This design comes from an exercise in tuning for small area, a short achievable clock period and few clock cycles on the open sky130 flow, not from production work.
Function was checked by simulation only, so behaviour that the tests miss may differ from the original.
Power figures rest on the tool's default switching activity, not on a simulated workload.

==> flow/design.v (excerpt) <==
module frb_coder (
    input  wire        clk,
    input  wire        rst,
    input  wire        cmd_valid,
    output wire        cmd_ready,
    input  wire        cmd_mode,       
    input  wire [12:0] cmd_nwords,     
    input  wire        in_valid,
    output wire        in_ready,
    input  wire [63:0] in_data,
    output wire        out_valid,
    input  wire        out_ready,
    output wire [63:0] out_data,
    output wire        out_last
);
clock: 45.0 ns
lec_check: 0
cap_margin: 20
core_margin: 2
core_utilization: 35
cts_cluster_diameter: 100
cts_cluster_size: 20
gpl_timing_driven: 0
slew_margin: 20
synth_memory_max_bits: 65536
standard.sh (not shown) runs the stock make flow with config.mk's settings and CLKGATE_MAP_FILE= SYNTH_SCRIPT=/design/flow/synth_recipe.tcl, a recipe that flattens the netlist after the stock synthesis.
==> flow/flow/run.sh <==
#!/bin/bash
# Layout flow: the standard synthesis, then its combinational logic mapped
# again by ABC with a stronger script (flip-flops, their names and cells kept),
# then the standard layout from floorplan to finish.
set -euo pipefail
W=$(pwd)
R=$W/orfs/results/$FLOW_PLATFORM/frb_coder/base
YOSYS=$FLOW_HOME/../tools/install/yosys/bin/yosys
LIB=$FLOW_HOME/platforms/$FLOW_PLATFORM/lib/sky130_fd_sc_hd__tt_025C_1v80.lib

bash standard.sh synth > $W/std_synth.log 2>&1
cp $R/1_2_yosys.v $W/std_1_2_yosys.v
if IN=$W/std_1_2_yosys.v OUT=$W/resyn.v LIB=$LIB SCRIPT=$W/flow/resyn.abc \
   $YOSYS -c $W/flow/resyn.tcl > $W/resyn.log 2>&1; then
  cp $W/resyn.v $R/1_2_yosys.v
  rm -f $R/1_synth.odb $R/1_synth.sdc
else
  echo "resynthesis failed, keeping the standard netlist" >> $W/resyn.log
fi
bash standard.sh BUFFER_PORTS_ARGS="-buffer_cell sky130_fd_sc_hd__buf_2" SETUP_SLACK_MARGIN=34.8 finish > $W/std_finish.log 2>&1
==> flow/flow/resyn.abc <==
strash
dc2
balance
rewrite
refactor
balance
rewrite
rewrite -z
balance
refactor -z
rewrite -z
balance
dc2
dch -f
map -D 6000
topo
buffer -c -N 12
upsize -c -D 6000
dnsize -c -D 6000
==> flow/flow/resyn.tcl <==
# Maps the combinational logic of the standard synthesis's netlist again with
# ABC (flip-flop and tie cell instances kept as they are).
# Environment: IN (netlist), OUT, LIB (liberty), SCRIPT (ABC script).
set lib $::env(LIB)
set dont_use {}
set fh [open $lib r]
foreach line [split [read $fh] "\n"] {
  if {[regexp {^\s*cell\s*\(\s*"?([A-Za-z0-9_]+)"?\s*\)} $line -> name]} {
    if {[string match *lpflow* $name] || [string match *probe* $name]} {
      lappend dont_use -dont_use $name
    }
  }
}
close $fh
yosys read_liberty -ignore_miss_func $lib
yosys read_verilog -defer $::env(IN)
yosys hierarchy -top frb_coder
yosys setattr -mod -set keep_hierarchy 1 sky130_fd_sc_hd__df* sky130_fd_sc_hd__edf* sky130_fd_sc_hd__sdf* sky130_fd_sc_hd__conb_1
yosys flatten
yosys opt_clean -purge frb_coder
yosys abc -liberty $lib {*}$dont_use -script $::env(SCRIPT) frb_coder
yosys opt_clean -purge frb_coder
yosys insbuf -buf sky130_fd_sc_hd__buf_4 A X
yosys check
yosys tee -o $::env(OUT).stat stat -liberty $lib
yosys blackbox sky130_fd_sc_hd__*
yosys write_verilog -noattr -nohex -nodec $::env(OUT)
Testbench counts at the start, summed over its fixed seeds: cycles 62,280.
Change:
--- a/flow/flow/run.sh
+++ b/flow/flow/run.sh
@@ -18,3 +18,3 @@
   echo "resynthesis failed, keeping the standard netlist" >> $W/resyn.log
 fi
-bash standard.sh BUFFER_PORTS_ARGS="-buffer_cell sky130_fd_sc_hd__buf_2" SETUP_SLACK_MARGIN=34.8 finish > $W/std_finish.log 2>&1
+bash standard.sh BUFFER_PORTS_ARGS="-buffer_cell sky130_fd_sc_hd__buf_2" SETUP_SLACK_MARGIN=35.2 finish > $W/std_finish.log 2>&1
CORE_UTILIZATION = 40   (was 35)
Result:
- The new run finished clean
- worst setup slack gets worse by 0.013 ns
- core utilization is higher by 5.8 points
- register-to-register slack is better by 0.54 ns
- non-clock buffer count increases by 23
- clock-buffer cell count is unchanged
- sequential share of layout area falls by 0.17 points
- cell count decreases by 1.7%
- global-route usage rises by 5.7 points
- worst hold slack is worse by 0.014 ns
- sequential power shrinks by about 1%
- sequential cell count is unchanged

[afterwards: timing with drivers on the ports]
How much do the figures lean on ideal ports? The routed layouts below were timed once more, with nothing changed but the port constraints.
Step 1 (the two cells are an assumption about what drives the block):
set clk [get_ports {clk}]
set_driving_cell -lib_cell sky130_fd_sc_hd__clkbuf_16 $clk
set_driving_cell -lib_cell sky130_fd_sc_hd__buf_2 [delete_from_list [all_inputs] $clk]
Step 2 times the ports against the registers' clock, not the clock port: input delays grow and output delays shrink by t, the midpoint of the rising clock arrivals with the driver on.
a / b / c = ideal ports / drivers / drivers and shift; a / b = the first two.
run	t, ns	setup slack, ns	hold WS [ns]	slew at the worst register clock pin (ns)	cell pins on the clock port's net
the first run	0.633	34.839 / 34.768 / 34.792	0.445 / 0.445 / 0.445	0.09 / 0.09	1
the second run	0.637	34.826 / 34.770 / 34.773	0.431 / 0.431 / 0.431	0.09 / 0.09	1
After both steps setup and hold are still met in every run listed. For the second run, which loses most, drivers alone change the setup slack by -0.056 ns; drivers and shift together by -0.053 ns.
